Background: an optimization exercise with open tools, aiming at small area, a short achievable clock period and few clock cycles per item. Do not read the settings as production practice.
Where RTL was checked, it was by simulation tests only, not by an equivalence proof against the original.
For runs 1 and 4, only the layout was checked, not whether the RTL still works.

--- flow/design.v ---
module ashlar_encode (
    input  wire [127:0] data,
    output wire [31:0]  check
);
    function [7:0] xtime(input [7:0] x);
        xtime = {x[6:0], 1'b0} ^ (x[7] ? 8'h1D : 8'h00);
    endfunction
    function [7:0] mul_apow(input [7:0] x, input integer k);
        integer n;
        begin
            mul_apow = x;
            for (n = 0; n < k; n = n + 1)
                mul_apow = xtime(mul_apow);
        end
    endfunction
    function [7:0] gf_mul(input [7:0] a, input [7:0] b);
        integer n;
        reg [7:0] p, t;
        begin
            p = 8'h00;
            t = a;
            for (n = 0; n < 8; n = n + 1) begin
                if (b[n]) p = p ^ t;
                t = xtime(t);
            end
            gf_mul = p;
        end
    endfunction
    localparam [7:0] INV_ALPHA_PLUS_1 = 8'hF4;    
    genvar j;
    generate
        for (j = 0; j < 2; j = j + 1) begin : g_cw
            reg [7:0] a, b, s8, s9;
            integer i;
            always @(*) begin
                a = 8'h00;
                b = 8'h00;
                for (i = 0; i < 8; i = i + 1) begin
                    b = b ^ data[16*i + 8*j +: 8];
                    a = a ^ mul_apow(data[16*i + 8*j +: 8], 9 - i);
                end
                s8 = gf_mul(a ^ b, INV_ALPHA_PLUS_1);
                s9 = b ^ s8;
            end
            assign check[8*j +: 8]      = s8;
            assign check[16 + 8*j +: 8] = s9;
        end
    endgenerate
endmodule
module ashlar_syndrome (
    input  wire [159:0] word,
    output wire [31:0]  synd
);
    function [7:0] xtime(input [7:0] x);
        xtime = {x[6:0], 1'b0} ^ (x[7] ? 8'h1D : 8'h00);
    endfunction
    function [7:0] mul_apow(input [7:0] x, input integer k);
        integer n;
        begin
            mul_apow = x;
            for (n = 0; n < k; n = n + 1)
                mul_apow = xtime(mul_apow);
        end
    endfunction
    genvar j;
    generate
        for (j = 0; j < 2; j = j + 1) begin : g_cw
            reg [7:0] s0, s1;
            integer i;
            always @(*) begin
                s0 = 8'h00;
                s1 = 8'h00;
                for (i = 0; i < 10; i = i + 1) begin
                    s0 = s0 ^ word[16*i + 8*j +: 8];
                    s1 = s1 ^ mul_apow(word[16*i + 8*j +: 8], 9 - i);
                end
            end
            assign synd[16*j +: 8]     = s0;
            assign synd[16*j + 8 +: 8] = s1;
        end
    endgenerate
endmodule
module ashlar_delta (
    input  wire [7:0] s0,
    input  wire [7:0] s1,
    output wire [7:0] d8,
    output wire [7:0] d9
);
    function [7:0] xtime(input [7:0] x);
        xtime = {x[6:0], 1'b0} ^ (x[7] ? 8'h1D : 8'h00);
    endfunction
    function [7:0] gf_mul(input [7:0] a, input [7:0] b);
        integer n;
        reg [7:0] p, t;
        begin
            p = 8'h00;
            t = a;
            for (n = 0; n < 8; n = n + 1) begin
                if (b[n]) p = p ^ t;
                t = xtime(t);
            end
            gf_mul = p;
        end
    endfunction
    assign d8 = gf_mul(s0 ^ s1, 8'hF4);
    assign d9 = s0 ^ d8;
endmodule
module ashlar_locate (
    input  wire [7:0] s0,
    input  wire [7:0] s1,
    output reg  [9:0] hit
);
    function [7:0] xtime(input [7:0] x);
        xtime = {x[6:0], 1'b0} ^ (x[7] ? 8'h1D : 8'h00);
    endfunction
    reg [7:0] prod;
    integer k;
    always @(*) begin
        prod = s0;
        for (k = 0; k < 10; k = k + 1) begin
            hit[9 - k] = (s1 == prod);
            prod = xtime(prod);
        end
    end
endmodule
module ashlar_inc32 (
    input  wire [31:0] x,
    input  wire        en,
    output reg  [31:0] y,
    output wire        all_ones
);
    reg [3:0] blk;         
    reg [4:0] pre;         
    reg       c;
    integer b, k;
    always @(*) begin
        for (b = 0; b < 4; b = b + 1)
            blk[b] = &x[8*b +: 8];
        pre[0] = 1'b1;
        for (b = 0; b < 4; b = b + 1)
            pre[b + 1] = pre[b] & blk[b];
        for (b = 0; b < 4; b = b + 1) begin
            c = en & pre[b];
            for (k = 0; k < 8; k = k + 1) begin
                y[8*b + k] = x[8*b + k] ^ c;
                c = c & x[8*b + k];
            end
        end
    end
    assign all_ones = pre[4];
endmodule
module ashlar_ctl (
    input  wire         clk,
    input  wire         rst,
    input  wire         in_valid,
    output wire         in_ready,
    input  wire [1:0]   in_op,         
    input  wire [159:0] in_word,
    input  wire [127:0] in_wdata,
    input  wire [15:0]  in_wmask,
    output wire         out_valid,
    output wire [1:0]   out_outcome,   
    output wire [3:0]   out_column,
    output wire [31:0]  out_synd,
    output wire [127:0] out_data,
    output wire [31:0]  out_check,
    input  wire         erase_en,
    input  wire         clr_counts,
    input  wire         clr_erase,
    output wire         erased,
    output wire [3:0]   erased_col,
    input  wire [3:0]   csr_sel,
    output reg  [31:0]  csr_rdata
);
    localparam [1:0] OP_ENCODE = 2'd1, OP_MERGE = 2'd2;
    localparam [1:0] OC_CLEAN = 2'd0, OC_CORRECTED = 2'd1, OC_UNCORR = 2'd2, OC_POISON = 2'd3;
    localparam [31:0] POISON_XOR = 32'h0303_0101;
    integer i;
    wire is_enc   = (in_op == OP_ENCODE);
    wire is_merge = (in_op == OP_MERGE);
    wire [31:0] synd_in;
    ashlar_syndrome u_synd (.word(in_word), .synd(synd_in));
    reg [15:0]  sel_in;    
    reg [127:0] merged;
    always @(*) begin
        for (i = 0; i < 16; i = i + 1) begin
            sel_in[i] = is_enc || (is_merge && in_wmask[i]);
            merged[8*i +: 8] = sel_in[i] ? in_wdata[8*i +: 8] : in_word[8*i +: 8];
        end
    end
    wire [31:0] enc_in;
    ashlar_encode u_enc (.data(merged), .check(enc_in));
    wire [9:0] hit0_in, hit1_in;
    ashlar_locate u_loc0 (.s0(synd_in[7:0]),   .s1(synd_in[15:8]),  .hit(hit0_in));
    ashlar_locate u_loc1 (.s0(synd_in[23:16]), .s1(synd_in[31:24]), .hit(hit1_in));
    reg         v2;
    reg [31:0]  synd;
    reg [127:0] mdata;
    reg [15:0]  keep;      
    reg [31:0]  menc;      
    reg [9:0]   pz0, pz1;
    reg         cz0, cz1, poison;
    always @(posedge clk) begin
        if (rst)
            v2 <= 1'b0;
        else
            v2 <= in_valid && in_ready;
        synd   <= is_enc ? 32'd0 : synd_in;
        mdata  <= merged;
        keep   <= ~sel_in;
        menc   <= enc_in;
        pz0    <= (is_enc || synd_in[7:0] == 8'h00)   ? 10'd0 : hit0_in;
        pz1    <= (is_enc || synd_in[23:16] == 8'h00) ? 10'd0 : hit1_in;
        cz0    <= is_enc || synd_in[15:0] == 16'h0000;
        cz1    <= is_enc || synd_in[31:16] == 16'h0000;
        poison <= !is_enc && synd_in == 32'h0102_0102;
    end
    wire [7:0] s00 = synd[7:0],   s10 = synd[15:8];
    wire [7:0] s01 = synd[23:16], s11 = synd[31:24];
    reg        mark;
    reg [3:0]  mark_col;
    reg [9:0] allow;
    always @(*) begin
        for (i = 0; i < 10; i = i + 1)
            allow[i] = !mark || (mark_col == i);
    end
    wire clean0 = cz0;
    wire clean1 = cz1;
    wire [9:0] p0 = pz0 & allow;      
    wire [9:0] p1 = pz1 & allow;
    wire is_poison  = poison;
    wire clean_both = clean0 && clean1;
    wire [9:0] coh = (p0 & p1) | (clean0 ? p1 : 10'd0) | (clean1 ? p0 : 10'd0);
    wire corrected = |coh;
    wire uncorr    = !is_poison && !clean_both && !corrected;
    wire bad       = is_poison || uncorr;
    reg [3:0] column;
    always @(*) begin
        column = 4'd0;
        for (i = 0; i < 10; i = i + 1)
            if (coh[i]) column = column | i[3:0];
    end
    reg [15:0]  fixb;      
    reg [127:0] result;
    always @(*) begin
        for (i = 0; i < 16; i = i + 1) begin
            fixb[i] = keep[i] & coh[i/2] & ((i % 2) ? p1[i/2] : p0[i/2]);
            result[8*i +: 8] = mdata[8*i +: 8] ^ (fixb[i] ? ((i % 2) ? s01 : s00) : 8'h00);
        end
    end
    wire [7:0] d80, d90, d81, d91;
    ashlar_delta u_dl0 (.s0(s00), .s1(s10), .d8(d80), .d9(d90));
    ashlar_delta u_dl1 (.s0(s01), .s1(s11), .d8(d81), .d9(d91));
    wire fixk0 = |(fixb & 16'h5555);
    wire fixk1 = |(fixb & 16'hAAAA);
    assign out_outcome = is_poison ? OC_POISON : clean_both ? OC_CLEAN
                        : corrected ? OC_CORRECTED : OC_UNCORR;
    assign out_check   = menc
                        ^ {fixk1 ? d91 : 8'h00, fixk0 ? d90 : 8'h00,
                           fixk1 ? d81 : 8'h00, fixk0 ? d80 : 8'h00}
                        ^ (bad ? POISON_XOR : 32'd0);
    assign out_valid   = v2;
    assign out_column  = column;
    assign out_synd    = synd;
    assign out_data    = result;
    reg  [31:0] ce_count, ue_count;
    reg  [31:0] col_ce [0:9];
    reg  [31:0] tq;        
    wire ce_inc = v2 && corrected;
    wire ue_inc = v2 && uncorr;
    wire [31:0] ce_nx, ue_nx, tq_nx;
    wire        ce_ones, ue_ones, tq_ones;
    ashlar_inc32 u_ce (.x(ce_count), .en(ce_inc), .y(ce_nx), .all_ones(ce_ones));
    ashlar_inc32 u_ue (.x(ue_count), .en(ue_inc), .y(ue_nx), .all_ones(ue_ones));
    ashlar_inc32 u_tq (.x(tq), .en(ce_inc && ce_count[1:0] != 2'd2), .y(tq_nx), .all_ones(tq_ones));
    reg        nq;         
    reg        fv;         
    reg  [9:0] fa, fb;
    reg  [3:0] sidx;       
    reg  een;
    always @(posedge clk)
        een <= erase_en;
    wire ce_hi = &ce_count[31:3];
    wire slow  = een && !mark && (!nq || ce_hi);
    wire scan  = slow && !fv && !v2;
    assign in_ready = !slow || (fv && !v2);
    reg  [9:0]  pick;
    reg  [31:0] cnt;
    always @(*) begin
        for (i = 0; i < 10; i = i + 1)
            pick[i] = scan ? (sidx == i) : (pz0[i] | pz1[i]);
        cnt = 32'd0;
        for (i = 0; i < 10; i = i + 1)
            cnt = cnt | (pick[i] ? col_ce[i] : 32'd0);
    end
    reg  [31:0] cnt_inc;
    reg  [32:0] cpre;
    integer k;
    always @(*) begin
        cpre[0] = 1'b1;
        for (k = 0; k < 32; k = k + 1)
            cpre[k + 1] = cpre[k] & cnt[k];
        for (k = 0; k < 32; k = k + 1)
            cnt_inc[k] = cnt[k] ^ (cpre[k] & !cpre[32]);
    end
    wire        cclr  = rst || clr_counts;
    wire [31:0] col_d = cnt_inc & {32{!cclr}};
    wire [9:0]  col_ld = {10{cclr}} | ({10{ce_inc}} & coh);
    wire c_gt  = (cnt > tq);
    wire c_eq  = (cnt == tq);
    wire c_ge64 = |cnt[31:6];
    wire c_ge63 = c_ge64 || (&cnt[5:0]);
    wire a_val = c_ge64 && (ce_ones || c_gt);
    wire b_val = c_ge63 && (ce_ones || c_gt || c_eq);
    reg  [9:0] qual;
    reg        mark_next;
    reg  [3:0] mark_col_next;
    always @(*) begin
        for (i = 0; i < 10; i = i + 1)
            qual[i] = fv ? (coh[i] ? fb[i] : fa[i]) : (coh[i] && b_val);
        mark_next     = mark;
        mark_col_next = mark_col;
        if (ce_inc && een && !mark) begin
            for (i = 9; i >= 0; i = i - 1) begin
                if (qual[i]) begin
                    mark_next     = 1'b1;
                    mark_col_next = i[3:0];
                end
            end
        end
    end
    always @(posedge clk) begin
        if (rst || clr_counts) begin
            ce_count <= 32'd0;
            ue_count <= 32'd0;
            tq       <= 32'd0;
        end else begin
            ce_count <= ce_nx;
            ue_count <= ue_nx;
            tq       <= (ce_inc && ce_ones) ? 32'd0 : tq_nx;
        end
        for (i = 0; i < 10; i = i + 1)
            if (col_ld[i])
                col_ce[i] <= col_d;
        if (rst || clr_erase) begin
            mark     <= 1'b0;
            mark_col <= 4'd0;
        end else begin
            mark     <= mark_next;
            mark_col <= mark_col_next;
        end
        if (rst || clr_counts) begin
            nq   <= 1'b1;
            fv   <= 1'b0;
            sidx <= 4'd0;
        end else if (ce_inc) begin
            nq   <= nq && !b_val && !ce_ones;
            fv   <= 1'b0;
            sidx <= 4'd0;
        end else if (scan) begin
            fa[sidx] <= a_val;
            fb[sidx] <= b_val;
            if (sidx == 4'd9) begin
                fv   <= 1'b1;
                nq   <= !(|fa[8:0]) && !a_val;
                sidx <= 4'd0;
            end else begin
                sidx <= sidx + 4'd1;
            end
        end
    end
    assign erased     = mark;
    assign erased_col = mark_col;
    always @(*) begin
        case (csr_sel)
            4'd0:  csr_rdata = ce_count;
            4'd1:  csr_rdata = ue_count;
            4'd2:  csr_rdata = col_ce[0];
            4'd3:  csr_rdata = col_ce[1];
            4'd4:  csr_rdata = col_ce[2];
            4'd5:  csr_rdata = col_ce[3];
            4'd6:  csr_rdata = col_ce[4];
            4'd7:  csr_rdata = col_ce[5];
            4'd8:  csr_rdata = col_ce[6];
            4'd9:  csr_rdata = col_ce[7];
            4'd10: csr_rdata = col_ce[8];
            4'd11: csr_rdata = col_ce[9];
            4'd12: csr_rdata = {27'd0, mark_col, mark};
            default: csr_rdata = 32'd0;
        endcase
    end
endmodule
--- flow/flow/run.sh ---
#!/bin/bash
set -e
export SETUP_SLACK_MARGIN=6.5
export BUFFER_PORTS_ARGS="-buffer_cell sky130_fd_sc_hd__buf_1"
bash standard.sh > standard.log 2>&1
--- flow/standard.sh ---
#!/bin/bash
# synth_recipe.tcl (not shown) runs the flow's synth.tcl, then flattens the netlist and writes it again
# the make line also repeats each setting of config.mk as NAME=value (left out here)
make -C /OpenROAD-flow-scripts/flow DESIGN_CONFIG=/design/flow/config.mk WORK_HOME=/design/flow/orfs CLKGATE_MAP_FILE= SYNTH_SCRIPT=/design/flow/synth_recipe.tcl "${@:-finish}"
--- flow/config.mk ---
export PLATFORM = sky130hd
export DESIGN_NAME = ashlar_ctl
export DESIGN_NICKNAME = ashlar_ctl
export VERILOG_FILES = /design/flow/design.v
export SDC_FILE = /design/flow/constraint.sdc
export NUM_CORES = 4
export LEC_CHECK = 0
export CAP_MARGIN = 20
export CORE_MARGIN = 2
export CORE_UTILIZATION = 55
export CTS_BUF_LIST = sky130_fd_sc_hd__clkbuf_8
export SLEW_MARGIN = 20
--- flow/constraint.sdc ---
create_clock -name core_clock -period 14.0 [get_ports {clk}]
set_input_delay 2.8000 -clock core_clock [delete_from_list [all_inputs] [get_ports {clk}]]
set_output_delay 2.8000 -clock core_clock [all_outputs]
set_load 0.01 [all_outputs]
==> qor.txt, run 1 <==
start point of the worst min-delay path = tq[31]$_SDFF_PP0_
insertion delay of the later-clocked pin in the worst-skew pair = 0.78 ns
number of distinct standard cells referenced by the synthesized netlist = 81
wire per inst = 28.8 um
Fin. Hold Viols = 0
Area Overhead vs Synth = 14.9%
critical path data required time = 11.20 ns
number of top-level pins = 553
max cap viols = 0
Post-Syn Instances = 3,951
floorplan core area = 73,200 sq um
Critical Path Start = csr_sel[1]
commonest register cell after synthesis = sky130_fd_sc_hd__edfxtp_1
count of yosys warnings during synthesis = 7
Die Area = 76,400 sq um
final number of setup-violating endpoints = 0
share of post-route cells with drive strength above 1 = 8.72%
CP max FO = 27
clock-pin slew on the worst setup and hold paths = 0.06 ns
Rows = 99
type of destination of the critical path = primary output
pin count of the biggest net entering global routing = 70
total wirelength of the detailed-routed design = 161,000 um
unrepaired setup endpoints after global routing = yes
area of all placed cells without fillers = 46,900 sq um
minimum clock period after layout = 7.45 ns
worst-margin pin slew = 1.19 ns
status = complete, no violations
die outline width = 276 um
final-stage net count = 4,969
global-route wire length before repair = 231,000 um
commonest cells after routing, fill and taps aside = sky130_fd_sc_hd__xnor2_1, sky130_fd_sc_hd__buf_1, sky130_fd_sc_hd__dfxtp_1, sky130_fd_sc_hd__edfxtp_1, sky130_fd_sc_hd__nand2_1
antenna violations before repair = 3
Sink Count = 680
I/O Buffers = 552
CTS tree = yes
remaining antenna violation count = 0
final-layout worst hold slack = 0.535 ns
dpl hpwl = 116,000 um
Post-synth EDFFs = 340
type of the tightest min-delay check = reg -> reg
number of max-slew violations in the final report = 0
cell area after technology mapping = 40,800 sq um
Root Driver = sky130_fd_sc_hd__clkbuf_8
synthesized area divided by synthesized cell count = 10.3 sq um
routability cong. = 1.01
count of state elements after synthesis = 680
die outline height = 276 um
post-synthesis net count = 4,389
quantity of hold-fixing buffers added after cts = 0
share of the cycle needed by the critical path after routing = 53.2%
vias = 34,500
share of synthesized registers carrying an async set or reset = 0%
setup skew after layout = 0.0708 ns
origin of the critical flop-to-flop path = ce_count[16]$_SDFF_PN0_
H-Tree Depth = 3
Seq/Total Area, Yosys = 41.7%
setup fix buffers added after clock tree synthesis = 0
number of global-route vias before repair = 33,800
Placed Cells = 5,372
critical path start-end classification = in -> out
most common library cell in the layout ignoring fill and taps = sky130_fd_sc_hd__xnor2_1
Tot GR Track Use = 41.1%
drt via density = 6.16
maximum count of clock buffers along a single path = 3
number of buffers added by the clock tree synthesis step = 116
post-place instance area = 44,200 sq um
filler-free cell count of the finished design = 5,594
global-route congestion overflow total = 0
number of violations reported at the end of detailed-routing iteration 0 = 4,087
Worst Setup Start Kind = input pin
total DRC errors in the routed layout = 0
Initial Util = 55.8%
Initial DRT Pass Iterations = 9
Post-Route Setup TNS = 0 ns
CP arrival = 4.65 ns
highest attainable clock frequency = 134 MHz
Slew Limit Headroom = 20.5%
==> flip-flops by register name, summed over array words and instances, names as in the netlist, 16 cells and up <==
signal	flops
col_ce	320
synd	32
tq	32
ue_count	32
menc	32
ce_count	32
keep	16
mdata	128
==> stage by stage <==
stage / setup slack, ns / util (%)
global route: 6.49 / 64.1
detailed placement: 5.81 / 60.4
finish: 6.55 / 64.1
global placement: 5.85 / 60.4
floorplan: 6.85 / -
CTS: 6.50 / 64.0
==> final timing paths <==
check                                   to  slack (ns)  depth (start not counted)
setup / recovery             csr_rdata[15]        6.55                          8
hold / removal           tq[31]$_SDFF_PP0_        0.53                          2
setup reg to reg  mark_col[2]$_SDFFE_PP0P_        6.65                         24
hold reg to reg          tq[31]$_SDFF_PP0_        0.53                          2
==> synthesized netlist by cell type (7+ instances only) <==
cell	count	share of area [%]
sky130_fd_sc_hd__buf_1	17	0.16
sky130_fd_sc_hd__o2111ai_1	19	0.41
sky130_fd_sc_hd__edfxtp_1	340	25
sky130_fd_sc_hd__ha_1	122	3.7
sky130_fd_sc_hd__nor2b_1	15	0.23
sky130_fd_sc_hd__o21ai_0	59	0.72
sky130_fd_sc_hd__and2_1	117	1.8
sky130_fd_sc_hd__a31oi_1	11	0.17
sky130_fd_sc_hd__buf_2	22	0.27
sky130_fd_sc_hd__nand4_1	60	0.92
sky130_fd_sc_hd__or2_2	7	0.11
sky130_fd_sc_hd__a21oi_1	63	0.77
sky130_fd_sc_hd__nor2_1	134	1.2
sky130_fd_sc_hd__mux2i_1	117	2.9
sky130_fd_sc_hd__a21o_1	25	0.46
sky130_fd_sc_hd__a211oi_1	22	0.40
sky130_fd_sc_hd__nand3_1	134	1.6
sky130_fd_sc_hd__nor4_1	39	0.60
sky130_fd_sc_hd__a32o_1	8	0.20
sky130_fd_sc_hd__a22oi_1	38	0.70
sky130_fd_sc_hd__o21a_1	10	0.18
sky130_fd_sc_hd__a222oi_1	12	0.29
sky130_fd_sc_hd__xnor2_1	822	18
sky130_fd_sc_hd__xor2_1	217	4.7
sky130_fd_sc_hd__inv_1	230	2.1
sky130_fd_sc_hd__mux2_2	19	0.52
sky130_fd_sc_hd__buf_6	10	0.28
sky130_fd_sc_hd__nand2b_1	12	0.18
sky130_fd_sc_hd__a2111oi_0	10	0.21
sky130_fd_sc_hd__a221oi_1	93	2.0
sky130_fd_sc_hd__and3_1	29	0.44
sky130_fd_sc_hd__a22o_1	153	3.3
sky130_fd_sc_hd__or3_1	17	0.26
sky130_fd_sc_hd__clkbuf_1	147	1.4
sky130_fd_sc_hd__nand2_1	278	2.6
sky130_fd_sc_hd__dfxtp_1	340	17
sky130_fd_sc_hd__nor3_1	52	0.64
sky130_fd_sc_hd__xnor3_1	24	1.3
==> layer usage <==
layer	up-vias	track usage, %	share of wire (%)
li1	15000	-	-
met2	2389	64.9	45
met1	16400	52.2	38
met5	-	0	0.0068
met3	636	8.66	11
met4	2	23.9	6.9
==> final cells by class <==
class                      count  area, sq um
clock inverter                80          653
inverter                     230          863
antenna                        3         7.51
sequential                   680        17000
clock buffer                 139         1910
timing repair buffer         661         2950
fill                        6141        26300
multi-input combinational   2842        22300
tap                          959         1200
==> timing repair <==
action / CTS / global route
endpoints found under the setup margin: 32 / 56
pin swaps: 0 / 2
gates cloned: 0 / 0
gates resized for setup: 14 / 24
==> cell families (layout without fill, tap and decap cells) <==
kind of cell,count (synthesis),in the layout,synth area share [%]
XOR/XNOR,1082,1082,24.6
AND/OR/NAND/NOR,929,929,11.3
flip-flops,680,680,41.7
AO/OA/AOI/OAI,564,564,10.7
buffers and inverters,429,1110,4.22
multiplexers,145,145,3.76
adder cells (fa/ha/maj),122,122,3.74
other,0,3,0
==> critical path, stage by stage <==
cell	delay, ns
sky130_fd_sc_hd__buf_2	0.25
sky130_fd_sc_hd__nand2_1	0.17
sky130_fd_sc_hd__nor2_2	0.35
sky130_fd_sc_hd__buf_8	0.35
sky130_fd_sc_hd__a22o_1	0.21
sky130_fd_sc_hd__a221oi_1	0.05
sky130_fd_sc_hd__nand3_1	0.24
sky130_fd_sc_hd__buf_1	0.19
==> run 2, diff against run 1 <==
--- a/flow/design.v
+++ b/flow/design.v
@@ -188,8 +188,6 @@
             merged[8*i +: 8] = sel_in[i] ? in_wdata[8*i +: 8] : in_word[8*i +: 8];
         end
     end
-    wire [31:0] enc_in;
-    ashlar_encode u_enc (.data(merged), .check(enc_in));
     wire [9:0] hit0_in, hit1_in;
     ashlar_locate u_loc0 (.s0(synd_in[7:0]),   .s1(synd_in[15:8]),  .hit(hit0_in));
     ashlar_locate u_loc1 (.s0(synd_in[23:16]), .s1(synd_in[31:24]), .hit(hit1_in));
@@ -197,7 +195,6 @@
     reg [31:0]  synd;
     reg [127:0] mdata;
     reg [15:0]  keep;      
-    reg [31:0]  menc;      
     reg [9:0]   pz0, pz1;
     reg         cz0, cz1, poison;
     always @(posedge clk) begin
@@ -208,13 +205,14 @@
         synd   <= is_enc ? 32'd0 : synd_in;
         mdata  <= merged;
         keep   <= ~sel_in;
-        menc   <= enc_in;
         pz0    <= (is_enc || synd_in[7:0] == 8'h00)   ? 10'd0 : hit0_in;
         pz1    <= (is_enc || synd_in[23:16] == 8'h00) ? 10'd0 : hit1_in;
         cz0    <= is_enc || synd_in[15:0] == 16'h0000;
         cz1    <= is_enc || synd_in[31:16] == 16'h0000;
         poison <= !is_enc && synd_in == 32'h0102_0102;
     end
+    wire [31:0] menc;
+    ashlar_encode u_enc (.data(mdata), .check(menc));
     wire [7:0] s00 = synd[7:0],   s10 = synd[15:8];
     wire [7:0] s01 = synd[23:16], s11 = synd[31:24];
     reg        mark;
@@ -253,16 +251,35 @@
     ashlar_delta u_dl1 (.s0(s01), .s1(s11), .d8(d81), .d9(d91));
     wire fixk0 = |(fixb & 16'h5555);
     wire fixk1 = |(fixb & 16'hAAAA);
-    assign out_outcome = is_poison ? OC_POISON : clean_both ? OC_CLEAN
+    wire [1:0]  outcome = is_poison ? OC_POISON : clean_both ? OC_CLEAN
                         : corrected ? OC_CORRECTED : OC_UNCORR;
-    assign out_check   = menc
+    wire [31:0] check   = menc
                         ^ {fixk1 ? d91 : 8'h00, fixk0 ? d90 : 8'h00,
                            fixk1 ? d81 : 8'h00, fixk0 ? d80 : 8'h00}
                         ^ (bad ? POISON_XOR : 32'd0);
-    assign out_valid   = v2;
-    assign out_column  = column;
-    assign out_synd    = synd;
-    assign out_data    = result;
+    reg         v3;
+    reg [1:0]   outcome3;
+    reg [3:0]   column3;
+    reg [31:0]  synd3;
+    reg [127:0] data3;
+    reg [31:0]  check3;
+    always @(posedge clk) begin
+        if (rst)
+            v3 <= 1'b0;
+        else
+            v3 <= v2;
+        outcome3 <= outcome;
+        column3  <= column;
+        synd3    <= synd;
+        data3    <= result;
+        check3   <= check;
+    end
+    assign out_valid   = v3;
+    assign out_outcome = outcome3;
+    assign out_column  = column3;
+    assign out_synd    = synd3;
+    assign out_data    = data3;
+    assign out_check   = check3;
     reg  [31:0] ce_count, ue_count;
     reg  [31:0] col_ce [0:9];
     reg  [31:0] tq;        
@@ -277,18 +294,15 @@
     reg        fv;         
     reg  [9:0] fa, fb;
     reg  [3:0] sidx;       
-    reg  een;
-    always @(posedge clk)
-        een <= erase_en;
     wire ce_hi = &ce_count[31:3];
-    wire slow  = een && !mark && (!nq || ce_hi);
+    wire slow  = !mark && (!nq || ce_hi);
     wire scan  = slow && !fv && !v2;
     assign in_ready = !slow || (fv && !v2);
-    reg  [9:0]  pick;
+    reg  [9:0]  pick;      
     reg  [31:0] cnt;
     always @(*) begin
         for (i = 0; i < 10; i = i + 1)
-            pick[i] = scan ? (sidx == i) : (pz0[i] | pz1[i]);
+            pick[i] = scan ? (sidx == i) : coh[i];
         cnt = 32'd0;
         for (i = 0; i < 10; i = i + 1)
             cnt = cnt | (pick[i] ? col_ce[i] : 32'd0);
@@ -320,7 +334,7 @@
             qual[i] = fv ? (coh[i] ? fb[i] : fa[i]) : (coh[i] && b_val);
         mark_next     = mark;
         mark_col_next = mark_col;
-        if (ce_inc && een && !mark) begin
+        if (ce_inc && erase_en && !mark) begin
             for (i = 9; i >= 0; i = i - 1) begin
                 if (qual[i]) begin
                     mark_next     = 1'b1;
==> flow/flow/run.sh (replaced) <==
#!/bin/bash
set -e
export SETUP_SLACK_MARGIN=7.25
export BUFFER_PORTS_ARGS="-buffer_cell sky130_fd_sc_hd__buf_1"
bash standard.sh > standard.log 2>&1
--- a/flow/config.mk
+++ b/flow/config.mk
@@ -8,5 +8,7 @@
 export CAP_MARGIN = 20
 export CORE_MARGIN = 2
 export CORE_UTILIZATION = 55
-export CTS_BUF_LIST = sky130_fd_sc_hd__clkbuf_8
+export CTS_BUF_LIST = sky130_fd_sc_hd__clkbuf_16
+export CTS_CLUSTER_DIAMETER = 80
+export CTS_CLUSTER_SIZE = 20
 export SLEW_MARGIN = 20
==> run 2 against run 1 <==
Compared with the run above: synthesized cell count up 12%; critical endpoint is now csr_rdata[30]; sequential share of layout area increased by 3.0 points; core utilization increased by 0.22 points; first-iteration DRC count grew 36%.
==> qor.txt, run 2 <==
quantity of hold-fixing buffers added after cts = 0
Hold Path Sink = synd3[28]$_DFF_P_
top area cells in the synthesized netlist = sky130_fd_sc_hd__edfxtp_1, sky130_fd_sc_hd__dfxtp_1, sky130_fd_sc_hd__xnor2_1
post-route core utilization = 64.3%
CTS tree = yes
global-route wire length before repair = 250,000 um
Initial DRT Pass Iterations = 9
share of the cycle needed by the critical path after routing = 50.8%
count of fill cells added during filler insertion = 6,662
clock-pin slew on the worst setup and hold paths = 0.08 ns
status = complete, no violations
setup slack of the most critical reg-to-reg path = 7.21 ns
H-Tree Depth = 2
maximum count of clock buffers along a single path = 3
cell area after technology mapping = 44,700 sq um
pin count of the biggest net entering global routing = 62
insertion delay of the later-clocked pin in the worst-skew pair = 0.67 ns
Die Area = 83,700 sq um
Slew Limit Headroom = 19.5%
Worst Setup Start Kind = input pin
I/O Buffers = 552
unrepaired setup endpoints after global routing = yes
largest registers ranked by flip-flop count = col_ce x320, data3 x128, mdata x128
Fin. Hold Viols = 0
die outline width = 289 um
total DRC errors in the routed layout = 0
Root Driver = sky130_fd_sc_hd__clkbuf_16
worst-margin pin slew = 1.21 ns
type of destination of the critical path = primary output
final-layout worst hold slack = 0.369 ns
setup skew after layout = 0.0471 ns
Reg-to-Reg End = col_ce[6][1]$_DFFE_PP_
max cap viols = 0
Rows = 104
highest attainable clock frequency = 141 MHz
footprint of the multi-input gates = 24,200 sq um
critical path start-end classification = in -> out
start point of the worst min-delay path = synd[28]$_SDFF_PP0_
dpl hpwl = 128,000 um
CP max FO = 8
type of the tightest min-delay check = reg -> reg
Tot GR Track Use = 41.1%
drt via density = 6.35
share of the synthesized area in the top cell type = 22.8%
number of distinct standard cells referenced by the synthesized netlist = 91
Seq/Total Area, Yosys = 45.5%
cell with the most instances after synthesis = sky130_fd_sc_hd__xnor2_1
die outline height = 289 um
Initial Util = 55.6%
number of max-slew violations in the final report = 0
Area Overhead vs Synth = 15.8%
wire per inst = 29.5 um
filler-free cell count of the finished design = 6,074
origin of the critical flop-to-flop path = mark_col[0]$_SDFFE_PP0P_
dominant cell type by area after synthesis = sky130_fd_sc_hd__edfxtp_1
critical path data required time = 11.20 ns
Post-synth EDFFs = 340
antenna violations before repair = 12
global-route congestion overflow total = 0
number of global-route vias before repair = 36,000
Placed Cells = 5,924
most common library cell in the layout ignoring fill and taps = sky130_fd_sc_hd__xnor2_1
worst-case reg-to-reg path depth = 16
vias = 38,600
CP arrival = 4.32 ns
area used by sequential logic in the layout = 20,300 sq um
commonest cells after routing, fill and taps aside = sky130_fd_sc_hd__xnor2_1, sky130_fd_sc_hd__nand2_1, sky130_fd_sc_hd__buf_1
minimum clock period after layout = 7.12 ns
Sink Count = 846
number of violations reported at the end of detailed-routing iteration 0 = 5,555
hold path cells = 0
Post-Syn Instances = 4,413
remaining antenna violation count = 0
final-stage net count = 5,417
total wirelength of the detailed-routed design = 179,000 um
commonest register cell after synthesis = sky130_fd_sc_hd__dfxtp_1
number of flip-flops under the largest register name = 320
count of state elements after synthesis = 846
number of buffers added by the clock tree synthesis step = 52
post-place instance area = 48,300 sq um
register with the highest flop count = col_ce
most instantiated cells after synthesis = sky130_fd_sc_hd__xnor2_1, sky130_fd_sc_hd__nand2_1, sky130_fd_sc_hd__dfxtp_1
routability cong. = 1.04
share of post-route cells with drive strength above 1 = 9.32%
Post-Route Setup TNS = 0 ns
area of all placed cells without fillers = 51,800 sq um
share of synthesized registers carrying an async set or reset = 0%
final number of setup-violating endpoints = 0
floorplan core area = 80,500 sq um
synthesized area divided by synthesized cell count = 10.1 sq um
number of top-level pins = 553
count of yosys warnings during synthesis = 7
post-synthesis net count = 4,851
==> run 2: cell types whose count changed in the layout (fill, tap and decap cells not counted), sizes merged, moves of 44 or more <==
| cell | change |
|---|---|
| a22oi | +64 |
| buf | +58 |
| clkbuf | -84 |
| dfxtp | +166 |
| inv | -166 |
| mux2i | -113 |
| nand2 | +420 |
| nand3 | -44 |
| xnor2 | +81 |
==> run 2: kinds of logic (layout without fill, tap and decap cells) <==
family | count (synthesis) | in the layout | synth area share (%)
xor+xnor | 1115 | 1115 | 21.9
buf+inv | 297 | 895 | 2.67
flops | 846 | 846 | 45.5
compound gates | 643 | 643 | 11.5
fa+ha+maj | 122 | 122 | 3.41
simple gates | 1371 | 1371 | 14.6
other cells | 0 | 3 | 0
mux | 19 | 19 | 0.445
==> run 2: layer usage <==
metal,vias to the layer above,wire length (um),share of wire [%],track usage [%]
li1,16600,-,-,-
met3,570,26900,15,12.9
met4,4,8710,4.9,15.8
met5,-,22,0.012,0
met1,18300,70000,39,58.1
met2,3054,73600,41,58.6
==> run 2: metrics by stage <==
step | setup slack, ns
after floorplan | 7.24
after global placement | 5.71
after detailed placement | 5.67
after CTS | 6.97
after global routing | 6.86
final | 6.88
==> run 2: how the worst max path moves through the flow <==
stage	from	to	slack, ns
6_report	csr_sel[1]	csr_rdata[30]	6.88
3_3_place_gp	csr_sel[2]	csr_rdata[21]	5.71
5_1_grt	csr_sel[1]	csr_rdata[19]	6.86
3_5_place_dp	csr_sel[2]	csr_rdata[9]	5.67
2_1_floorplan	csr_sel[3]	csr_rdata[2]	7.24
4_1_cts	csr_sel[1]	csr_rdata[16]	6.97
==> run 2: critical path, stage by stage <==
cell,delay (ns)
sky130_fd_sc_hd__buf_12,0.09
sky130_fd_sc_hd__nand2b_4,0.14
sky130_fd_sc_hd__buf_6,0.12
sky130_fd_sc_hd__nor2_4,0.04
sky130_fd_sc_hd__buf_12,0.14
sky130_fd_sc_hd__buf_12,0.15
sky130_fd_sc_hd__a22o_1,0.21
sky130_fd_sc_hd__a221oi_2,0.22
sky130_fd_sc_hd__nand3_2,0.21
sky130_fd_sc_hd__buf_6,0.17
==> run 2: cell type report <==
| class | count | share of cell area [%] |
|---|---|---|
| timing repair buffer | 721 | 7.88 |
| tap | 1060 | 2.56 |
| inverter | 88 | 0.638 |
| sequential | 846 | 39.3 |
| clock buffer | 54 | 2.61 |
| antenna | 3 | 0.0145 |
| clock inverter | 32 | 0.430 |
| multi-input combinational | 3270 | 46.6 |
==> run 2: repair_timing <==
action	4_1_cts	5_1_grt
resized for setup	212	32
pin swaps	55	38
buffers inserted	36	11
gates cloned	10	3
endpoints found under the setup margin	260	168
Testbench counts of run 2, summed over its fixed seeds: cycles 24,016, items 24,000.
==> run 3, diff against run 2 <==
==> flow/flow/run.sh (replaced) <==
#!/bin/bash
set -e
export SETUP_SLACK_MARGIN=6.75
export BUFFER_PORTS_ARGS="-buffer_cell sky130_fd_sc_hd__buf_1"
bash standard.sh > standard.log 2>&1
==> run 3 against run 2 <==
Compared with the run above: still clean on timing, DRC and antenna; die area unchanged; worst hold slack about the same; global-route usage down 0.78 points; sequential share of layout area up 1.2 points; register-to-register slack worse by 0.31 ns; final cell count down 0.76%; via count down 2.5%; critical path depth down 2; routed wire length down 2.6%; cell area down 3.0%.
==> qor.txt, run 3 <==
count of state elements after synthesis = 846
count of yosys warnings during synthesis = 7
number of violations reported at the end of detailed-routing iteration 0 = 5,360
maximum count of clock buffers along a single path = 3
die outline height = 289 um
share of synthesized registers carrying an async set or reset = 0%
start point of the worst min-delay path = synd[8]$_SDFF_PP0_
Post-Syn Instances = 4,413
most instantiated cells after synthesis = sky130_fd_sc_hd__xnor2_1, sky130_fd_sc_hd__nand2_1, sky130_fd_sc_hd__dfxtp_1
share of post-route cells with drive strength above 1 = 6.16%
top area cells in the synthesized netlist = sky130_fd_sc_hd__edfxtp_1, sky130_fd_sc_hd__dfxtp_1, sky130_fd_sc_hd__xnor2_1
Initial DRT Pass Iterations = 7
drt via density = 6.24
routability cong. = 1.02
CTS tree = yes
commonest register cell after synthesis = sky130_fd_sc_hd__dfxtp_1
Slew Limit Headroom = 20.4%
max cap viols = 0
Reg-to-Reg End = mark_col[1]$_SDFFE_PP0P_
number of distinct standard cells referenced by the synthesized netlist = 91
cell with the most instances after synthesis = sky130_fd_sc_hd__xnor2_1
final number of setup-violating endpoints = 0
Rows = 104
number of flip-flops under the largest register name = 320
worst-margin pin slew = 1.19 ns
commonest cells after routing, fill and taps aside = sky130_fd_sc_hd__xnor2_1, sky130_fd_sc_hd__nand2_1, sky130_fd_sc_hd__buf_1
Root Driver = sky130_fd_sc_hd__clkbuf_16
post-synthesis net count = 4,851
share of the cycle needed by the critical path after routing = 51.5%
post-route core utilization = 62.4%
total wirelength of the detailed-routed design = 174,000 um
hold path cells = 0
minimum clock period after layout = 7.22 ns
largest registers ranked by flip-flop count = col_ce x320, data3 x128, mdata x128
post-place instance area = 48,400 sq um
Worst Setup Start Kind = input pin
wire per inst = 28.9 um
Fin. Hold Viols = 0
insertion delay of the later-clocked pin in the worst-skew pair = 0.65 ns
global-route congestion overflow total = 0
dpl hpwl = 129,000 um
cell area after technology mapping = 44,700 sq um
highest attainable clock frequency = 139 MHz
status = complete, no violations
most common library cell in the layout ignoring fill and taps = sky130_fd_sc_hd__xnor2_1
Initial Util = 55.6%
register with the highest flop count = col_ce
CP arrival = 4.42 ns
Hold Path Sink = synd3[8]$_DFF_P_
dominant cell type by area after synthesis = sky130_fd_sc_hd__edfxtp_1
remaining antenna violation count = 0
Post-synth EDFFs = 340
global-route wire length before repair = 245,000 um
synthesized area divided by synthesized cell count = 10.1 sq um
pin count of the biggest net entering global routing = 75
H-Tree Depth = 2
Die Area = 83,700 sq um
clock-pin slew on the worst setup and hold paths = 0.08 ns
type of destination of the critical path = primary output
origin of the critical flop-to-flop path = ce_count[8]$_SDFF_PN0_
number of buffers added by the clock tree synthesis step = 52
Area Overhead vs Synth = 12.4%
CP max FO = 13
area of all placed cells without fillers = 50,300 sq um
number of global-route vias before repair = 35,700
number of max-slew violations in the final report = 0
floorplan core area = 80,500 sq um
vias = 37,600
critical path start-end classification = in -> out
number of top-level pins = 553
Post-Route Setup TNS = 0 ns
worst-case reg-to-reg path depth = 24
share of the synthesized area in the top cell type = 22.8%
critical path data required time = 11.20 ns
type of the tightest min-delay check = reg -> reg
setup slack of the most critical reg-to-reg path = 6.90 ns
final-layout worst hold slack = 0.370 ns
die outline width = 289 um
Sink Count = 846
total DRC errors in the routed layout = 0
quantity of hold-fixing buffers added after cts = 0
antenna violations before repair = 9
Tot GR Track Use = 40.3%
setup skew after layout = 0.0294 ns
I/O Buffers = 552
unrepaired setup endpoints after global routing = yes
Seq/Total Area, Yosys = 45.5%
final-stage net count = 5,372
-- run 3: cell count changes in the layout (fill, tap and decap cells not counted), sizes merged --
cell / delta
buf: -40
bufbuf: -1
bufinv: +1
clkbuf: -4
clkinv: +2
diode: -1
inv: -3
-- run 3: area by class of cell --
cell class | count | area, sq um
antenna | 2 | 5.00
clock buffer | 54 | 1350
clock inverter | 32 | 234
fill | 6842 | 30300
inverter | 88 | 330
multi-input combinational | 3270 | 23600
sequential | 846 | 20300
tap | 1060 | 1330
timing repair buffer | 676 | 3060
-- run 3: repair_timing --
action / in CTS / in global routing
setup endpoints to repair: 32 / 91
resized for setup: 27 / 19
setup buffers: 9 / 0
pin swaps: 10 / 4
-- run 3: critical path, stage by stage --
cell                       delay (ns)
sky130_fd_sc_hd__buf_6           0.16
sky130_fd_sc_hd__nand2b_4        0.23
sky130_fd_sc_hd__nor2_4          0.05
sky130_fd_sc_hd__buf_4           0.21
sky130_fd_sc_hd__a22o_1          0.25
sky130_fd_sc_hd__a221oi_1        0.21
sky130_fd_sc_hd__nand3_1         0.27
sky130_fd_sc_hd__buf_2           0.22
-- run 3: worst max-delay path by stage --
stage | startpoint | to | cells past startpoint
5_1_grt | csr_sel[3] | csr_rdata[30] | 8
4_1_cts | csr_sel[2] | csr_rdata[12] | 8
3_3_place_gp | csr_sel[3] | csr_rdata[19] | 8
2_1_floorplan | csr_sel[3] | csr_rdata[2] | 7
3_5_place_dp | csr_sel[0] | csr_rdata[19] | 8
6_report | csr_sel[3] | csr_rdata[30] | 8
-- run 3: routing by layer --
metal / track usage, % / vias to the layer above / wire length [um]
li1: - / 16500 / -
met2: 56.6 / 2743 / 71500
met1: 57.1 / 18000 / 70300
met5: 0 / - / 79
met3: 14.6 / 445 / 25500
met4: 14.0 / 4 / 7100
-- run 3: logic make-up after synthesis --
kind of cell | after synthesis | share of synthesized area [%]
buffers and inverters | 297 | 2.67
AO/OA/AOI/OAI | 643 | 11.5
flip-flops | 846 | 45.5
XOR/XNOR | 1115 | 21.9
AND/OR/NAND/NOR | 1371 | 14.6
adder cells (fa/ha/maj) | 122 | 3.41
multiplexers | 19 | 0.445
-- run 3: through the flow --
stage / std cells / setup slack [ns]
final: 6028 / 6.78
after global routing: 6026 / 6.73
after CTS: 6026 / 6.77
after detailed placement: 5931 / 5.74
after global placement: 5930 / 5.67
after floorplan: 4413 / 6.87
==> run 4, diff against run 3 <==
--- a/flow/design.v
+++ b/flow/design.v
@@ -188,15 +188,10 @@
             merged[8*i +: 8] = sel_in[i] ? in_wdata[8*i +: 8] : in_word[8*i +: 8];
         end
     end
-    wire [9:0] hit0_in, hit1_in;
-    ashlar_locate u_loc0 (.s0(synd_in[7:0]),   .s1(synd_in[15:8]),  .hit(hit0_in));
-    ashlar_locate u_loc1 (.s0(synd_in[23:16]), .s1(synd_in[31:24]), .hit(hit1_in));
     reg         v2;
     reg [31:0]  synd;
     reg [127:0] mdata;
     reg [15:0]  keep;      
-    reg [9:0]   pz0, pz1;
-    reg         cz0, cz1, poison;
     always @(posedge clk) begin
         if (rst)
             v2 <= 1'b0;
@@ -205,11 +200,6 @@
         synd   <= is_enc ? 32'd0 : synd_in;
         mdata  <= merged;
         keep   <= ~sel_in;
-        pz0    <= (is_enc || synd_in[7:0] == 8'h00)   ? 10'd0 : hit0_in;
-        pz1    <= (is_enc || synd_in[23:16] == 8'h00) ? 10'd0 : hit1_in;
-        cz0    <= is_enc || synd_in[15:0] == 16'h0000;
-        cz1    <= is_enc || synd_in[31:16] == 16'h0000;
-        poison <= !is_enc && synd_in == 32'h0102_0102;
     end
     wire [31:0] menc;
     ashlar_encode u_enc (.data(mdata), .check(menc));
@@ -222,11 +212,16 @@
         for (i = 0; i < 10; i = i + 1)
             allow[i] = !mark || (mark_col == i);
     end
-    wire clean0 = cz0;
-    wire clean1 = cz1;
-    wire [9:0] p0 = pz0 & allow;      
-    wire [9:0] p1 = pz1 & allow;
-    wire is_poison  = poison;
+    wire [9:0] hit0, hit1;
+    ashlar_locate u_loc0 (.s0(s00), .s1(s10), .hit(hit0));
+    ashlar_locate u_loc1 (.s0(s01), .s1(s11), .hit(hit1));
+    wire nz0 = (s00 != 8'h00);
+    wire nz1 = (s01 != 8'h00);
+    wire clean0 = !nz0 && (s10 == 8'h00);
+    wire clean1 = !nz1 && (s11 == 8'h00);
+    wire [9:0] p0 = hit0 & allow & {10{nz0}};      
+    wire [9:0] p1 = hit1 & allow & {10{nz1}};
+    wire is_poison  = (synd == 32'h0102_0102);
     wire clean_both = clean0 && clean1;
     wire [9:0] coh = (p0 & p1) | (clean0 ? p1 : 10'd0) | (clean1 ? p0 : 10'd0);
     wire corrected = |coh;
==> run 4 against run 3 <==
Compared with the run above: still clean; register-to-register slack lost 0.17 ns; via count grew 4.5%; sequential share of layout area shrank 1.4 points; sequential cell count shrank 23; largest cell class unchanged; highest routed layer unchanged.
==> qor.txt, run 4 <==
setup skew after layout = 0.0467 ns
Sink Count = 823
synthesized area divided by synthesized cell count = 10.1 sq um
CP top delay family = simple AND/OR/NAND/NOR gates
largest registers ranked by flip-flop count = col_ce x320, data3 x128, mdata x128
Tot GR Track Use = 43.1%
dominant cell type by area after synthesis = sky130_fd_sc_hd__edfxtp_1
Placed Cells = 5,974
max cap viols = 0
count of yosys warnings during synthesis = 7
share of the synthesized area in the top cell type = 22.6%
Fin. Hold Viols = 0
number of violations reported at the end of detailed-routing iteration 0 = 5,949
count of fill cells added during filler insertion = 6,970
Initial Util = 55.3%
total wirelength of the detailed-routed design = 188,000 um
CP max FO = 20
final setup margin = 6.73 ns
Cell Chain, Critical Path = nand4_1 > nor4_4 > buf_4 > a41oi_1 > nor2_2 > buf_6 > a221oi_2 > buf_4 > or2_1 > buf_4 > a221o_1 > a2111o_1 > or2_1 > ha_1 > nand4_1 > nor4_2 > nand3_2 > a41o_1 > a41oi_4 > o2111ai_2 > or4b_1 > o21ai_1
number of distinct standard cells referenced by the synthesized netlist = 97
number of top-level pins = 553
remaining antenna violation count = 0
drt via density = 6.48
type of destination of the critical path = flop
Post-synth EDFFs = 340
minimum clock period after layout = 7.27 ns
worst-margin pin slew = 1.23 ns
die outline height = 291 um
Seq/Total Area, Yosys = 44.0%
global-route wire length before repair = 265,000 um
Root Driver = sky130_fd_sc_hd__clkbuf_16
CTS tree = yes
slowest CP cell = sky130_fd_sc_hd__or4b_1
pin count of the biggest net entering global routing = 70
status = complete, no violations
vias = 39,300
area used by sequential logic in the layout = 19,900 sq um
die outline width = 291 um
total DRC errors in the routed layout = 0
filler-free cell count of the finished design = 6,074
highest attainable clock frequency = 138 MHz
footprint of the multi-input gates = 24,700 sq um
Post-Syn Instances = 4,483
H-Tree Depth = 2
Rows = 105
share of post-route cells with drive strength above 1 = 7.20%
I/O Buffers = 552
global-route congestion overflow total = 0
Area Overhead vs Synth = 12.7%
cell seen most often among critical-path stages = sky130_fd_sc_hd__buf_4
unrepaired setup endpoints after global routing = yes
register with the highest flop count = col_ce
insertion delay of the later-clocked pin in the worst-skew pair = 0.66 ns
cell area after technology mapping = 45,200 sq um
commonest register cell after synthesis = sky130_fd_sc_hd__dfxtp_1
Worst Setup Start Kind = flop
final number of setup-violating endpoints = 0
Initial DRT Pass Iterations = 7
critical path data required time = 14.56 ns
commonest cells after routing, fill and taps aside = sky130_fd_sc_hd__xnor2_1, sky130_fd_sc_hd__nand2_1, sky130_fd_sc_hd__buf_1
dpl hpwl = 139,000 um
clock-pin slew on the worst setup and hold paths = 0.09 ns
CP arrival = 7.83 ns
peak per-stage delay on the critical path = 0.57 ns
count of state elements after synthesis = 823
cell with the most instances after synthesis = sky130_fd_sc_hd__xnor2_1
top area cells in the synthesized netlist = sky130_fd_sc_hd__edfxtp_1, sky130_fd_sc_hd__dfxtp_1, sky130_fd_sc_hd__xnor2_1
post-place instance area = 48,500 sq um
total buffers and inverters traversed by the critical path = 4
worst slack at placement = 5.44 ns
Post-Route Setup TNS = 0 ns
number of buffers added by the clock tree synthesis step = 51
share of the cycle needed by the critical path after routing = 51.9%
wire per inst = 31.0 um
number of global-route vias before repair = 37,400
critical path start-end classification = reg -> reg
Die Area = 84,500 sq um
type of the tightest min-delay check = reg -> reg
routability cong. = 1.02
post-synthesis net count = 4,921
Slew Limit Headroom = 17.4%
number of max-slew violations in the final report = 0
quantity of hold-fixing buffers added after cts = 0
final-stage net count = 5,407
most common library cell in the layout ignoring fill and taps = sky130_fd_sc_hd__xnor2_1
most instantiated cells after synthesis = sky130_fd_sc_hd__xnor2_1, sky130_fd_sc_hd__nand2_1, sky130_fd_sc_hd__dfxtp_1
floorplan core area = 81,700 sq um
antenna violations before repair = 7
maximum count of clock buffers along a single path = 3
area of all placed cells without fillers = 51,000 sq um
number of flip-flops under the largest register name = 320
share of synthesized registers carrying an async set or reset = 0%
-- run 4: what timing repair did --
| item | CTS | global route |
|---|---|---|
| hold endpoints to repair | 0 | 0 |
| endpoints found under the setup margin | 270 | 339 |
| setup buffers | 3 | 8 |
| resized for setup | 74 | 87 |
| pin swaps | 8 | 15 |
-- run 4: routing by layer --
| metal | wire (um) | GRT usage, % | vias to the layer above |
|---|---|---|---|
| met1 | 74900 | 60.3 | 18800 |
| met3 | 26500 | 13.3 | 629 |
| li1 | - | - | 16700 |
| met5 | 260 | 1.53 | - |
| met4 | 10200 | 19.0 | 6 |
| met2 | 76400 | 61.1 | 3222 |
-- run 4: final timing paths --
check	startpoint	end	slack (ns)	depth (start not counted)
hold / removal	synd[16]$_SDFF_PN0_	synd3[16]$_DFF_P_	0.38	0
setup reg to reg	ce_count[29]$_SDFF_PN0_	mark_col[1]$_SDFFE_PP0P_	6.73	22
hold reg to reg	synd[16]$_SDFF_PN0_	synd3[16]$_DFF_P_	0.38	0
setup / recovery	ce_count[29]$_SDFF_PN0_	mark_col[1]$_SDFFE_PP0P_	6.73	22
-- run 4: through the flow --
stage	hold WS, ns	util [%]
after detailed placement	0.378	59.4
after CTS	0.380	61.7
after global routing	0.394	62.3
after floorplan	0.326	-
final	0.378	62.4
after global placement	0.367	59.4
-- run 4: layout make-up --
class	instances	share of cell area (%)
Sequential cell	823	39.0
Antenna cell	4	0.0196
Inverter	93	0.685
Clock buffer	54	2.65
Tap cell	1070	2.63
Clock inverter	30	0.489
Multi-Input combinational cell	3337	48.4
Timing Repair Buffer	663	6.04
-- run 4: logic make-up after synthesis --
| group | Yosys count | share of synthesized area [%] |
|---|---|---|
| AOI/OAI and AO/OA | 678 | 11.6 |
| and+or+nand+nor | 1399 | 14.8 |
| muxes | 27 | 0.609 |
| DFF | 823 | 44.0 |
| buffers and inverters | 323 | 2.99 |
| adders and majority gates | 122 | 3.38 |
| xor gates and xnor gates | 1111 | 22.6 |
==> run 5, diff against run 4 <==
--- a/flow/design.v
+++ b/flow/design.v
@@ -188,18 +188,37 @@
             merged[8*i +: 8] = sel_in[i] ? in_wdata[8*i +: 8] : in_word[8*i +: 8];
         end
     end
+    wire [9:0] hit0_in, hit1_in;
+    ashlar_locate u_loc0 (.s0(synd_in[7:0]),   .s1(synd_in[15:8]),  .hit(hit0_in));
+    ashlar_locate u_loc1 (.s0(synd_in[23:16]), .s1(synd_in[31:24]), .hit(hit1_in));
     reg         v2;
     reg [31:0]  synd;
     reg [127:0] mdata;
     reg [15:0]  keep;      
+    reg [9:0]   pz0, pz1;
+    reg         cz0, cz1, poison;
+    reg         cd;        
+    wire        hold1 = v2 && !cd && !in_valid;
     always @(posedge clk) begin
-        if (rst)
+        if (rst) begin
             v2 <= 1'b0;
-        else
+            cd <= 1'b0;
+        end else if (hold1) begin
+            cd <= 1'b1;
+        end else begin
             v2 <= in_valid && in_ready;
-        synd   <= is_enc ? 32'd0 : synd_in;
-        mdata  <= merged;
-        keep   <= ~sel_in;
+            cd <= 1'b0;
+        end
+        if (!hold1) begin
+            synd   <= is_enc ? 32'd0 : synd_in;
+            mdata  <= merged;
+            keep   <= ~sel_in;
+            pz0    <= (is_enc || synd_in[7:0] == 8'h00)   ? 10'd0 : hit0_in;
+            pz1    <= (is_enc || synd_in[23:16] == 8'h00) ? 10'd0 : hit1_in;
+            cz0    <= is_enc || synd_in[15:0] == 16'h0000;
+            cz1    <= is_enc || synd_in[31:16] == 16'h0000;
+            poison <= !is_enc && synd_in == 32'h0102_0102;
+        end
     end
     wire [31:0] menc;
     ashlar_encode u_enc (.data(mdata), .check(menc));
@@ -207,21 +226,24 @@
     wire [7:0] s01 = synd[23:16], s11 = synd[31:24];
     reg        mark;
     reg [3:0]  mark_col;
+    reg        mark_p;     
+    reg [3:0]  mark_col_p;
+    wire       mark_u     = cd ? mark_p : mark;
+    wire [3:0] mark_col_u = cd ? mark_col_p : mark_col;
+    always @(posedge clk) begin
+        mark_p     <= mark_u;
+        mark_col_p <= mark_col_u;
+    end
     reg [9:0] allow;
     always @(*) begin
         for (i = 0; i < 10; i = i + 1)
-            allow[i] = !mark || (mark_col == i);
+            allow[i] = !mark_u || (mark_col_u == i);
     end
-    wire [9:0] hit0, hit1;
-    ashlar_locate u_loc0 (.s0(s00), .s1(s10), .hit(hit0));
-    ashlar_locate u_loc1 (.s0(s01), .s1(s11), .hit(hit1));
-    wire nz0 = (s00 != 8'h00);
-    wire nz1 = (s01 != 8'h00);
-    wire clean0 = !nz0 && (s10 == 8'h00);
-    wire clean1 = !nz1 && (s11 == 8'h00);
-    wire [9:0] p0 = hit0 & allow & {10{nz0}};      
-    wire [9:0] p1 = hit1 & allow & {10{nz1}};
-    wire is_poison  = (synd == 32'h0102_0102);
+    wire clean0 = cz0;
+    wire clean1 = cz1;
+    wire [9:0] p0 = pz0 & allow;      
+    wire [9:0] p1 = pz1 & allow;
+    wire is_poison  = poison;
     wire clean_both = clean0 && clean1;
     wire [9:0] coh = (p0 & p1) | (clean0 ? p1 : 10'd0) | (clean1 ? p0 : 10'd0);
     wire corrected = |coh;
@@ -246,40 +268,21 @@
     ashlar_delta u_dl1 (.s0(s01), .s1(s11), .d8(d81), .d9(d91));
     wire fixk0 = |(fixb & 16'h5555);
     wire fixk1 = |(fixb & 16'hAAAA);
-    wire [1:0]  outcome = is_poison ? OC_POISON : clean_both ? OC_CLEAN
+    assign out_outcome = is_poison ? OC_POISON : clean_both ? OC_CLEAN
                         : corrected ? OC_CORRECTED : OC_UNCORR;
-    wire [31:0] check   = menc
+    assign out_check   = menc
                         ^ {fixk1 ? d91 : 8'h00, fixk0 ? d90 : 8'h00,
                            fixk1 ? d81 : 8'h00, fixk0 ? d80 : 8'h00}
                         ^ (bad ? POISON_XOR : 32'd0);
-    reg         v3;
-    reg [1:0]   outcome3;
-    reg [3:0]   column3;
-    reg [31:0]  synd3;
-    reg [127:0] data3;
-    reg [31:0]  check3;
-    always @(posedge clk) begin
-        if (rst)
-            v3 <= 1'b0;
-        else
-            v3 <= v2;
-        outcome3 <= outcome;
-        column3  <= column;
-        synd3    <= synd;
-        data3    <= result;
-        check3   <= check;
-    end
-    assign out_valid   = v3;
-    assign out_outcome = outcome3;
-    assign out_column  = column3;
-    assign out_synd    = synd3;
-    assign out_data    = data3;
-    assign out_check   = check3;
+    assign out_valid   = v2 && (cd || in_valid);
+    assign out_column  = column;
+    assign out_synd    = synd;
+    assign out_data    = result;
     reg  [31:0] ce_count, ue_count;
     reg  [31:0] col_ce [0:9];
     reg  [31:0] tq;        
-    wire ce_inc = v2 && corrected;
-    wire ue_inc = v2 && uncorr;
+    wire ce_inc = v2 && !cd && corrected;
+    wire ue_inc = v2 && !cd && uncorr;
     wire [31:0] ce_nx, ue_nx, tq_nx;
     wire        ce_ones, ue_ones, tq_ones;
     ashlar_inc32 u_ce (.x(ce_count), .en(ce_inc), .y(ce_nx), .all_ones(ce_ones));
@@ -289,8 +292,11 @@
     reg        fv;         
     reg  [9:0] fa, fb;
     reg  [3:0] sidx;       
+    reg  een;
+    always @(posedge clk)
+        een <= erase_en;
     wire ce_hi = &ce_count[31:3];
-    wire slow  = !mark && (!nq || ce_hi);
+    wire slow  = een && !mark && (!nq || ce_hi);
     wire scan  = slow && !fv && !v2;
     assign in_ready = !slow || (fv && !v2);
     reg  [9:0]  pick;      
@@ -329,7 +335,7 @@
             qual[i] = fv ? (coh[i] ? fb[i] : fa[i]) : (coh[i] && b_val);
         mark_next     = mark;
         mark_col_next = mark_col;
-        if (ce_inc && erase_en && !mark) begin
+        if (ce_inc && een && !mark) begin
             for (i = 9; i >= 0; i = i - 1) begin
                 if (qual[i]) begin
                     mark_next     = 1'b1;
==> flow/flow/run.sh (replaced) <==
#!/bin/bash
set -e
export SETUP_SLACK_MARGIN=6.5
export BUFFER_PORTS_ARGS="-buffer_cell sky130_fd_sc_hd__buf_1"
bash standard.sh > standard.log 2>&1
==> run 5 against run 4 <==
Compared with the run above: critical path depth down 14; core utilization is 0.11 points higher; sequential share of layout area is 0.13 points lower; count of clock-buffer cells in the layout down 9; worst setup slack worse by 0.28 ns; routed wire length shrank 13%; clock skew is 0.0044 ns higher; synthesized cell count fell by 8.2%; worst hold slack improved by 0.13 ns; global-route usage fell by 2.7 points.
==> qor.txt, run 5 <==
minimum clock period after layout = 7.55 ns
CP top delay family = buffers and inverters
share of the cycle needed by the critical path after routing = 53.9%
setup skew after layout = 0.0511 ns
critical path start-end classification = in -> out
Slew Limit Headroom = 19.9%
insertion delay of the later-clocked pin in the worst-skew pair = 0.65 ns
share of synthesized registers carrying an async set or reset = 0%
critical path data required time = 11.20 ns
number of buffers added by the clock tree synthesis step = 45
maximum count of clock buffers along a single path = 3
Post-Route Setup TNS = 0 ns
I/O Buffers = 552
number of max-slew violations in the final report = 0
cell area after technology mapping = 42,300 sq um
most common library cell in the layout ignoring fill and taps = sky130_fd_sc_hd__xnor2_1
die outline width = 281 um
final setup margin = 6.45 ns
number of top-level pins = 553
peak per-stage delay on the critical path = 0.36 ns
count of state elements after synthesis = 654
die outline height = 281 um
Initial DRT Pass Iterations = 8
number of flip-flops under the largest register name = 320
unrepaired setup endpoints after global routing = no
total DRC errors in the routed layout = 0
largest registers ranked by flip-flop count = col_ce x320, mdata x128
met1 Track Usage GR = 53.1%
final-stage net count = 5,076
number of violations reported at the end of detailed-routing iteration 0 = 4,460
number of distinct standard cells referenced by the synthesized netlist = 93
commonest cells after routing, fill and taps aside = sky130_fd_sc_hd__xnor2_1, sky130_fd_sc_hd__nand2_1, sky130_fd_sc_hd__buf_1
total buffers and inverters traversed by the critical path = 3
Tot GR Track Use = 40.5%
floorplan core area = 76,100 sq um
Area Overhead vs Synth = 12.4%
slowest CP cell = sky130_fd_sc_hd__a222oi_1
global-route congestion overflow total = 0
Post-synth EDFFs = 539
count of fill cells added during filler insertion = 6,675
pin count of the biggest net entering global routing = 165
Die Area = 79,100 sq um
Initial Util = 55.6%
worst slack at placement = 5.39 ns
met2 layer usage reported by global route = 63.2%
Cell Chain, Critical Path = buf_4 > nand2b_4 > nor2_4 > buf_4 > a222oi_1 > a21boi_1 > nand4_1 > buf_2
top area cells in the synthesized netlist = sky130_fd_sc_hd__edfxtp_1, sky130_fd_sc_hd__xnor2_1, sky130_fd_sc_hd__nand2_1
number of global-route vias before repair = 34,000
Root Driver = sky130_fd_sc_hd__clkbuf_16
most instantiated cells after synthesis = sky130_fd_sc_hd__xnor2_1, sky130_fd_sc_hd__nand2_1, sky130_fd_sc_hd__edfxtp_1
clock-pin slew on the worst setup and hold paths = 0.08 ns
CP max FO = 20
worst-margin pin slew = 1.19 ns
CTS tree = yes
status = complete, no violations
Fin. Hold Viols = 0
vias = 35,800
global-route track usage on met3 = 8.58%
Post-Syn Instances = 4,114
wire per inst = 28.7 um
dominant cell type by area after synthesis = sky130_fd_sc_hd__edfxtp_1
Seq/Total Area, Yosys = 43.7%
cell seen most often among critical-path stages = sky130_fd_sc_hd__buf_4
Worst Setup Start Kind = input pin
share of the synthesized area in the top cell type = 38.3%
synthesized area divided by synthesized cell count = 10.3 sq um
Sink Count = 654
remaining antenna violation count = 0
busiest layer in global routing = met2
total wirelength of the detailed-routed design = 164,000 um
final number of setup-violating endpoints = 0
Rows = 101
register with the highest flop count = col_ce
count of yosys warnings during synthesis = 7
dpl hpwl = 119,000 um
type of the tightest min-delay check = reg -> reg
routability cong. = 1.02
drt via density = 6.27
type of destination of the critical path = primary output
post-synthesis net count = 4,552
antenna violations before repair = 9
quantity of hold-fixing buffers added after cts = 0
CP arrival = 4.75 ns
H-Tree Depth = 2
max cap viols = 0
commonest register cell after synthesis = sky130_fd_sc_hd__edfxtp_1
share of post-route cells with drive strength above 1 = 6.72%
global-route wire length before repair = 231,000 um
cell with the most instances after synthesis = sky130_fd_sc_hd__xnor2_1
highest attainable clock frequency = 133 MHz
## run 5: cell count changes after synthesis, sizes merged, moves of 21 or more
cell and change:
xnor3 -27, a22o +56, edfxtp +199, nand3 -26
xnor2 +58, o21ai +71, dfxtp -368, buf -35
a221oi -21, a22oi -22, a21oi -22, nand2 -32
## run 5: cell families (layout without fill, tap and decap cells)
| group | after synthesis | count (layout) | share of synthesized area [%] |
|---|---|---|---|
| and+or+nand+nor | 1265 | 1265 | 14.5 |
| xor gates and xnor gates | 1126 | 1126 | 23.3 |
| DFF | 654 | 654 | 43.7 |
| AOI/OAI and AO/OA | 639 | 639 | 11.3 |
| buffers and inverters | 287 | 847 | 2.93 |
| adders and majority gates | 122 | 122 | 3.61 |
| muxes | 21 | 21 | 0.524 |
| other | 0 | 8 | 0 |
## run 5: cell type report
class / instances / area [sq um] / share of cell area (%)
multi-input combinational: 3173 / 22900 / 48.3
sequential: 654 / 18500 / 38.9
timing repair buffer: 665 / 2960 / 6.23
tap: 1030 / 1290 / 2.71
clock buffer: 45 / 1130 / 2.37
inverter: 99 / 372 / 0.782
clock inverter: 38 / 315 / 0.664
antenna: 8 / 20.0 / 0.0421
## run 5: final timing paths
path | slack (ns) | startpoint | cells after the start | endpoint
hold / removal | 0.51 | nq$_SDFFE_PN1P_ | 2 | nq$_SDFFE_PN1P_
setup / recovery | 6.45 | csr_sel[2] | 8 | csr_rdata[2]
setup reg to reg | 6.55 | ce_count[16]$_SDFF_PN0_ | 15 | col_ce[3][11]$_DFFE_PP_
hold reg to reg | 0.51 | nq$_SDFFE_PN1P_ | 2 | nq$_SDFFE_PN1P_
## run 5: layer usage
metal,part of all wire [%],wire [um]
met1,38,61800
met2,45,74300
met3,11,18100
met4,6.0,9840
met5,0,0
## run 5: worst reg2reg max path: cells and delay by family (launching register included)
family | cells | cell delay (ns)
simple gates | 9 | 4.18
compound gates | 3 | 1.69
buf+inv | 2 | 0.72
flops | 1 | 0.41
xor+xnor | 1 | 0.17
## run 5: per-stage QoR
step / hold slack [ns] / instances / cell area, sq um / utilization (%)
2_1_floorplan: 0.457 / 4114 / 42300 / -
3_3_place_gp: 0.494 / 5608 / 45800 / 60.2
3_5_place_dp: 0.500 / 5609 / 45800 / 60.2
4_1_cts: 0.512 / 5701 / 47400 / 62.3
5_1_grt: 0.522 / 5711 / 47500 / 62.5
6_report: 0.510 / 5712 / 47500 / 62.5
## run 5: timing repair
action | in CTS | in global routing
setup endpoints to repair | 45 | 11
setup buffers | 9 | 3
gates cloned | 0 | 0
pin swaps | 10 | 2
resized for setup | 24 | 21
Testbench counts of run 5, summed over its fixed seeds: cycles 24,016, items 24,000.

port drivers added, routing unchanged:
The flow's constraints put no driver on any port. The routed layouts listed below were extracted and timed again, unchanged, in two steps.
Step 1, drivers: a clkbuf_16 drives clk and a buf_2 each remaining input, both assumed.
Step 2, shift: input delay + t, output delay - t, t = (earliest + latest rising clock arrival at the registers) / 2. This alone moves slack from input paths to output paths.
a / b / c = ideal ports / drivers / drivers and shift; a / b = the first two.
run | t (ns) | slack for setup (ns) | latest minus earliest clock arrival (ns) | worst slew at a driven data input, ns | pins driven straight from the clock port
run 1 | 0.812 | 6.546 / 6.516 / 6.038 | 0.071 / 0.071 | 0.05 | 1
run 2 | 0.699 | 6.884 / 6.801 / 6.801 | 0.053 / 0.052 | 0.09 | 1
run 3 | 0.710 | 6.784 / 6.734 / 6.734 | 0.030 / 0.029 | 0.08 | 1
run 4 | 0.713 | 6.731 / 6.696 / 6.696 | 0.053 / 0.053 | 0.07 | 1
run 5 | 0.694 | 6.455 / 6.419 / 6.419 | 0.051 / 0.052 | 0.11 | 1
After both steps every run listed still meets setup and hold. The setup slack of run 1, which loses most, moves by -0.030 ns with the drivers and by -0.508 ns with both steps.
